Background: an optimization exercise with open tools, aiming at small area, a short achievable clock period and few clock cycles per item. Do not read the settings as production practice. Function was checked by simulation only, so behaviour that the tests miss may differ from the original.

==> build 98 <==
Design filt_engine, start of the top module:
module filt_engine (
    input  wire        clk,
    input  wire        rst,
    input  wire        cfg_we,
    input  wire [4:0]  cfg_addr,
    input  wire [31:0] cfg_data,
    input  wire        in_valid,
    output wire        in_ready,
    input  wire [23:0] in_x,
    input  wire        in_missing,
    input  wire        in_last,
    output reg         out_valid,
    output wire [31:0] out_y,
    output wire [31:0] out_peak,
    output wire        out_gap
);
clock: 40.0 ns
lec_check: 0
cap_margin: 20
core_margin: 2
core_utilization: 45
slew_margin: 20
synth_hierarchical: 1
run.sh (not shown) runs the stock make flow with config.mk's settings and CLKGATE_MAP_FILE= SYNTH_SCRIPT=/design/flow/synth_recipe.tcl, a recipe that flattens the netlist after the stock synthesis.
==> trial 32: changes against build 98 <==
--- a/flow/design.v
+++ b/flow/design.v
@@ -1,28 +1,26 @@
 module filt_fma (
     input  wire        clk,
-    input  wire        as,
-    input  wire [7:0]  ae,
-    input  wire [35:0] ad,
+    input  wire [31:0] a,
     input  wire [31:0] b,
     input  wire [31:0] c,
     output reg  [31:0] r
 );
-    wire        pz1  = (ae == 8'd0) | (b[30:23] == 8'd0);
+    wire        pz1  = (a[30:23] == 8'd0) | (b[30:23] == 8'd0);
     wire [47:0] prod1;
-    filt_mul24 mul (.mf(b[22:0]), .d(ad), .p(prod1));
-    wire [9:0]  pe1  = {2'b0, ae} + {2'b0, b[30:23]} - 10'd127;
+    filt_mul24 mul (.af(a[22:0]), .bf(b[22:0]), .p(prod1));
+    wire [9:0]  pe1  = {2'b0, a[30:23]} + {2'b0, b[30:23]} - 10'd127;
     reg  [51:0] q_pf;
     reg  [9:0]  q_pe0, q_pe1;
     reg         q_p47, q_sp, q_pz;
     wire [9:0]  q_pe = q_p47 ? q_pe1 : q_pe0;
     always @(posedge clk) begin
         q_pf   <= prod1[47] ? {2'b00, prod1, 2'b00} : {1'b0, prod1, 3'b000};
         q_p47  <= prod1[47];
         q_pe0  <= pe1;
         q_pe1  <= pe1 + 10'd1;
-        q_sp   <= as ^ b[31];
+        q_sp   <= a[31] ^ b[31];
         q_pz   <= pz1;
     end
     wire        sc  = c[31];
     wire        cz  = (c[30:23] == 8'd0);
     wire [9:0]  ce  = {2'b0, c[30:23]};
@@ -63,15 +61,14 @@
         lz = 6'd53;
         for (i = 0; i <= 52; i = i + 1)
             if (mag[i]) lz = 6'd52 - i[5:0];
     end
     wire [52:0]        norm   = mag << lz;
-    wire [52:0]        nmask = {53{1'b1}} >> ({1'b0, lz} + 7'd25);
     wire signed [11:0] er     = $signed({{2{q_eb[9]}}, q_eb}) + 12'sd3 - $signed({6'd0, lz});
     wire [23:0]        mant   = norm[52:29];
     wire               rnd    = norm[28];
-    wire               stk    = |(mag & nmask);
+    wire               stk    = |norm[27:0];
     wire               rup    = rnd & (stk | mant[0]);
     wire [24:0]        mant_r = {1'b0, mant} + {24'd0, rup};
     wire signed [11:0] ef     = mant_r[24] ? (er + 12'sd1) : er;
     always @* begin
         if (mag == 53'd0)
@@ -84,49 +81,30 @@
             r = {sres, 8'hFE, 23'h7FFFFF};
         else
             r = {sres, ef[7:0], mant_r[24] ? 23'd0 : mant_r[22:0]};
     end
 endmodule
-module filt_benc (
-    input  wire [22:0] f,
-    output reg  [35:0] d
-);
-    wire [26:0] fx = {3'b001, f, 1'b0};
-    integer i;
-    always @* begin
-        for (i = 0; i < 12; i = i + 1) begin
-            d[3*i]   = fx[2*i+1] ^ fx[2*i];
-            d[3*i+1] = (fx[2*i+2] & ~fx[2*i+1] & ~fx[2*i]) | (~fx[2*i+2] & fx[2*i+1] & fx[2*i]);
-            d[3*i+2] = fx[2*i+2] & ~(fx[2*i+1] & fx[2*i]);
-        end
-    end
-endmodule
 module filt_mul24 (
-    input  wire [22:0] mf,
-    input  wire [35:0] d,
+    input  wire [22:0] af,
+    input  wire [22:0] bf,
     output wire [47:0] p
 );
-    wire [23:0] m = {1'b1, mf};
+    wire [23:0] a  = {1'b1, af};          
+    wire [26:0] bx = {3'b001, bf, 1'b0};  
     reg  [47:0] rows [0:12];
     reg  [47:0] nrow;
     reg  [24:0] mag;
     reg  [24:0] pp;
     reg         sg, db, ng;
     integer i;
     always @* begin
         nrow = 48'd0;
         for (i = 0; i < 13; i = i + 1) begin
-            if (i < 12) begin
-                sg = d[3*i];
-                db = d[3*i+1];
-                ng = d[3*i+2];
-            end else begin
-                sg = 1'b1;
-                db = 1'b0;
-                ng = 1'b0;
-            end
-            mag = ({25{sg}} & {1'b0, m}) | ({25{db}} & {m, 1'b0});
+            sg  = bx[2*i+1] ^ bx[2*i];
+            db  = (bx[2*i+2] & ~bx[2*i+1] & ~bx[2*i]) | (~bx[2*i+2] & bx[2*i+1] & bx[2*i]);
+            ng  = bx[2*i+2] & ~(bx[2*i+1] & bx[2*i]);
+            mag = ({25{sg}} & {1'b0, a}) | ({25{db}} & {a, 1'b0});
             pp  = mag ^ {25{ng}};
             if (i == 0)
                 rows[i] = {20'd0, ~ng, ng, ng, pp};
             else
                 rows[i] = {21'd0, 1'b1, ~ng, pp} << (2*i);
@@ -278,12 +256,11 @@
             if (ph[0]) act[2] <= tgB[2] & (nbq_r > 3'd2);
             if (ph[3]) act[3] <= tgC[2] & (nbq_r > 3'd3);
         end
     end
     wire [31:0] res [0:3];     
-    reg  [8:0]  opa [0:3];     
-    reg  [35:0] opd [0:3];     
+    reg  [31:0] opa [0:3];
     reg  [31:0] opb [0:3];
     reg  [31:0] opc [0:3];
     reg  [31:0] s1  [0:3];
     reg  [31:0] s2  [0:3];
     reg  [3:0]  z1, z2;        
@@ -299,22 +276,18 @@
                 assign xld = sl[4];
             end else begin : x_next
                 assign xin = res[j-1];
                 assign xld = sl[5];
             end
-            wire [31:0] an = ({32{sl[5] & ~byp}} & cb0[j])
-                           | ({32{sl[5] &  byp}} & ONE)
-                           | ({32{sl[0]}} & cb1[j])
-                           | ({32{sl[1]}} & cb2[j])
-                           | ({32{sl[2]}} & ca1[j])
-                           | ({32{sl[3]}} & ca2[j])
-                           | ((j == 1) ? ({32{sl[4]}} & scale_r) : 32'd0);
-            wire [35:0] adg;
-            filt_benc benc (.f(an[22:0]), .d(adg));
             always @(posedge clk) begin
-                opa[j] <= an[31:23];
-                opd[j] <= adg;
+                opa[j] <= ({32{sl[5] & ~byp}} & cb0[j])
+                        | ({32{sl[5] &  byp}} & ONE)
+                        | ({32{sl[0]}} & cb1[j])
+                        | ({32{sl[1]}} & cb2[j])
+                        | ({32{sl[2]}} & ca1[j])
+                        | ({32{sl[3]}} & ca2[j])
+                        | ((j == 1) ? ({32{sl[4]}} & scale_r) : 32'd0);
                 if (xld) opb[j] <= xin;
                 if (sl[2]) opb[j] <= res[j];
                 if (j == 1 && sl[4]) opb[j] <= xf;
                 opc[j] <= ({32{sl[0] & ~byp & ~z1[j]}} & s1[j])
                         | ({32{sl[1] & ~z2[j]}} & s2[j])
@@ -329,12 +302,11 @@
                 end else begin
                     if (sl[5] & act[j]) z1[j] <= 1'b0;
                     if (sl[0] & act[j]) z2[j] <= 1'b0;
                 end
             end
-            filt_fma fma (.clk(clk), .as(opa[j][8]), .ae(opa[j][7:0]), .ad(opd[j]),
-                          .b(opb[j]), .c(opc[j]), .r(res[j]));
+            filt_fma fma (.clk(clk), .a(opa[j]), .b(opb[j]), .c(opc[j]), .r(res[j]));
         end
     endgenerate
     reg [31:0] out_r;
     reg [31:0] pk;
     reg        gap;
- CTS_CLUSTER_DIAMETER: default -> 100
- CTS_CLUSTER_SIZE: default -> 20
==> build 50: changes against build 98 <==
--- a/flow/design.v
+++ b/flow/design.v
@@ -1,28 +1,26 @@
 module filt_fma (
     input  wire        clk,
-    input  wire        as,
-    input  wire [7:0]  ae,
-    input  wire [35:0] ad,
+    input  wire [31:0] a,
     input  wire [31:0] b,
     input  wire [31:0] c,
     output reg  [31:0] r
 );
-    wire        pz1  = (ae == 8'd0) | (b[30:23] == 8'd0);
+    wire        pz1  = (a[30:23] == 8'd0) | (b[30:23] == 8'd0);
     wire [47:0] prod1;
-    filt_mul24 mul (.mf(b[22:0]), .d(ad), .p(prod1));
-    wire [9:0]  pe1  = {2'b0, ae} + {2'b0, b[30:23]} - 10'd127;
+    filt_mul24 mul (.af(a[22:0]), .bf(b[22:0]), .p(prod1));
+    wire [9:0]  pe1  = {2'b0, a[30:23]} + {2'b0, b[30:23]} - 10'd127;
     reg  [51:0] q_pf;
     reg  [9:0]  q_pe0, q_pe1;
     reg         q_p47, q_sp, q_pz;
     wire [9:0]  q_pe = q_p47 ? q_pe1 : q_pe0;
     always @(posedge clk) begin
         q_pf   <= prod1[47] ? {2'b00, prod1, 2'b00} : {1'b0, prod1, 3'b000};
         q_p47  <= prod1[47];
         q_pe0  <= pe1;
         q_pe1  <= pe1 + 10'd1;
-        q_sp   <= as ^ b[31];
+        q_sp   <= a[31] ^ b[31];
         q_pz   <= pz1;
     end
     wire        sc  = c[31];
     wire        cz  = (c[30:23] == 8'd0);
     wire [9:0]  ce  = {2'b0, c[30:23]};
@@ -63,15 +61,14 @@
         lz = 6'd53;
         for (i = 0; i <= 52; i = i + 1)
             if (mag[i]) lz = 6'd52 - i[5:0];
     end
     wire [52:0]        norm   = mag << lz;
-    wire [52:0]        nmask = {53{1'b1}} >> ({1'b0, lz} + 7'd25);
     wire signed [11:0] er     = $signed({{2{q_eb[9]}}, q_eb}) + 12'sd3 - $signed({6'd0, lz});
     wire [23:0]        mant   = norm[52:29];
     wire               rnd    = norm[28];
-    wire               stk    = |(mag & nmask);
+    wire               stk    = |norm[27:0];
     wire               rup    = rnd & (stk | mant[0]);
     wire [24:0]        mant_r = {1'b0, mant} + {24'd0, rup};
     wire signed [11:0] ef     = mant_r[24] ? (er + 12'sd1) : er;
     always @* begin
         if (mag == 53'd0)
@@ -84,49 +81,30 @@
             r = {sres, 8'hFE, 23'h7FFFFF};
         else
             r = {sres, ef[7:0], mant_r[24] ? 23'd0 : mant_r[22:0]};
     end
 endmodule
-module filt_benc (
-    input  wire [22:0] f,
-    output reg  [35:0] d
-);
-    wire [26:0] fx = {3'b001, f, 1'b0};
-    integer i;
-    always @* begin
-        for (i = 0; i < 12; i = i + 1) begin
-            d[3*i]   = fx[2*i+1] ^ fx[2*i];
-            d[3*i+1] = (fx[2*i+2] & ~fx[2*i+1] & ~fx[2*i]) | (~fx[2*i+2] & fx[2*i+1] & fx[2*i]);
-            d[3*i+2] = fx[2*i+2] & ~(fx[2*i+1] & fx[2*i]);
-        end
-    end
-endmodule
 module filt_mul24 (
-    input  wire [22:0] mf,
-    input  wire [35:0] d,
+    input  wire [22:0] af,
+    input  wire [22:0] bf,
     output wire [47:0] p
 );
-    wire [23:0] m = {1'b1, mf};
+    wire [23:0] a  = {1'b1, af};          
+    wire [26:0] bx = {3'b001, bf, 1'b0};  
     reg  [47:0] rows [0:12];
     reg  [47:0] nrow;
     reg  [24:0] mag;
     reg  [24:0] pp;
     reg         sg, db, ng;
     integer i;
     always @* begin
         nrow = 48'd0;
         for (i = 0; i < 13; i = i + 1) begin
-            if (i < 12) begin
-                sg = d[3*i];
-                db = d[3*i+1];
-                ng = d[3*i+2];
-            end else begin
-                sg = 1'b1;
-                db = 1'b0;
-                ng = 1'b0;
-            end
-            mag = ({25{sg}} & {1'b0, m}) | ({25{db}} & {m, 1'b0});
+            sg  = bx[2*i+1] ^ bx[2*i];
+            db  = (bx[2*i+2] & ~bx[2*i+1] & ~bx[2*i]) | (~bx[2*i+2] & bx[2*i+1] & bx[2*i]);
+            ng  = bx[2*i+2] & ~(bx[2*i+1] & bx[2*i]);
+            mag = ({25{sg}} & {1'b0, a}) | ({25{db}} & {a, 1'b0});
             pp  = mag ^ {25{ng}};
             if (i == 0)
                 rows[i] = {20'd0, ~ng, ng, ng, pp};
             else
                 rows[i] = {21'd0, 1'b1, ~ng, pp} << (2*i);
@@ -278,12 +256,11 @@
             if (ph[0]) act[2] <= tgB[2] & (nbq_r > 3'd2);
             if (ph[3]) act[3] <= tgC[2] & (nbq_r > 3'd3);
         end
     end
     wire [31:0] res [0:3];     
-    reg  [8:0]  opa [0:3];     
-    reg  [35:0] opd [0:3];     
+    reg  [31:0] opa [0:3];
     reg  [31:0] opb [0:3];
     reg  [31:0] opc [0:3];
     reg  [31:0] s1  [0:3];
     reg  [31:0] s2  [0:3];
     reg  [3:0]  z1, z2;        
@@ -299,22 +276,18 @@
                 assign xld = sl[4];
             end else begin : x_next
                 assign xin = res[j-1];
                 assign xld = sl[5];
             end
-            wire [31:0] an = ({32{sl[5] & ~byp}} & cb0[j])
-                           | ({32{sl[5] &  byp}} & ONE)
-                           | ({32{sl[0]}} & cb1[j])
-                           | ({32{sl[1]}} & cb2[j])
-                           | ({32{sl[2]}} & ca1[j])
-                           | ({32{sl[3]}} & ca2[j])
-                           | ((j == 1) ? ({32{sl[4]}} & scale_r) : 32'd0);
-            wire [35:0] adg;
-            filt_benc benc (.f(an[22:0]), .d(adg));
             always @(posedge clk) begin
-                opa[j] <= an[31:23];
-                opd[j] <= adg;
+                opa[j] <= ({32{sl[5] & ~byp}} & cb0[j])
+                        | ({32{sl[5] &  byp}} & ONE)
+                        | ({32{sl[0]}} & cb1[j])
+                        | ({32{sl[1]}} & cb2[j])
+                        | ({32{sl[2]}} & ca1[j])
+                        | ({32{sl[3]}} & ca2[j])
+                        | ((j == 1) ? ({32{sl[4]}} & scale_r) : 32'd0);
                 if (xld) opb[j] <= xin;
                 if (sl[2]) opb[j] <= res[j];
                 if (j == 1 && sl[4]) opb[j] <= xf;
                 opc[j] <= ({32{sl[0] & ~byp & ~z1[j]}} & s1[j])
                         | ({32{sl[1] & ~z2[j]}} & s2[j])
@@ -329,12 +302,11 @@
                 end else begin
                     if (sl[5] & act[j]) z1[j] <= 1'b0;
                     if (sl[0] & act[j]) z2[j] <= 1'b0;
                 end
             end
-            filt_fma fma (.clk(clk), .as(opa[j][8]), .ae(opa[j][7:0]), .ad(opd[j]),
-                          .b(opb[j]), .c(opc[j]), .r(res[j]));
+            filt_fma fma (.clk(clk), .a(opa[j]), .b(opb[j]), .c(opc[j]), .r(res[j]));
         end
     endgenerate
     reg [31:0] out_r;
     reg [31:0] pk;
     reg        gap;
==> results.toml <==
[status]
status = "no timing/DRC/antenna violations"

[worst_setup_path]
r2r_slack_ps = 30080

[logic_synthesis]
synth_common_cells = "nand2_1 (1765), inv_1 (1747), xnor2_1 (1394), a22oi_1 (1283), ha_1 (1190)"

[drt]
wirelength_um = 710000

[floorplan]
die_width_um = 670
Source of the figures above: trial 32

==> results.toml <==
[logic_synthesis]
synth_common_cells = "nand2_1 (1764), inv_1 (1662), xnor2_1 (1567), a22oi_1 (1373), ha_1 (1186)"
ys_seq_area_frac = 0.272
ys_warn_count = 33

[drt]
wl_per_cell_um = 27.4

[cells_and_area]
n_clock_buffer = 312

[worst_setup_path]
r2r_slack_ps = 29600

[status]
status = "no timing/DRC/antenna violations"
Source of the figures above: build 98

==> results.toml <==
[floorplan]
die_width_um = 670

[drt]
wirelength_um = 712000

[status]
status = "no timing/DRC/antenna violations"

[logic_synthesis]
synthMuxAreaShare = 0.0677

[worst_setup_path]
r2r_slack_ps = 30140
Source of the figures above: build 50

Testbench counts of build 98, summed over its fixed seeds: cycles 12,421, items 2,048.
Testbench counts of trial 32, summed over its fixed seeds: cycles 12,421, items 2,048.
Testbench counts of build 50, summed over its fixed seeds: cycles 12,421, items 2,048.

-- re-timing with driven ports --
Ports are ideal in the flow. The routed layouts listed here were re-timed in OpenROAD.
Step 1 sets driving cells, clkbuf_16 on the clock port and buf_2 on the other inputs (assumed; they add their load-dependent delay and slew).
Step 2 times the ports against the registers' clock, not the clock port: input delays grow and output delays shrink by t, the midpoint of the rising clock arrivals with the driver on.
Three values: ideal ports, drivers, drivers and shift; two values: the first two.
run | t (ns) | slack for setup (ns) | hold WS [ns] | clock arrival spread, ns
build 98 | 1.064 | 29.602 / 29.602 / 29.602 | 0.372 / 0.372 / 0.372 | 0.146 / 0.146
trial 32 | 1.002 | 30.078 / 29.983 / 30.078 | 0.438 / 0.438 / 0.438 | 0.117 / 0.117
build 50 | 1.059 | 29.996 / 29.865 / 30.138 | 0.406 / 0.406 / 0.406 | 0.172 / 0.173
After both steps every run listed still meets setup and hold.
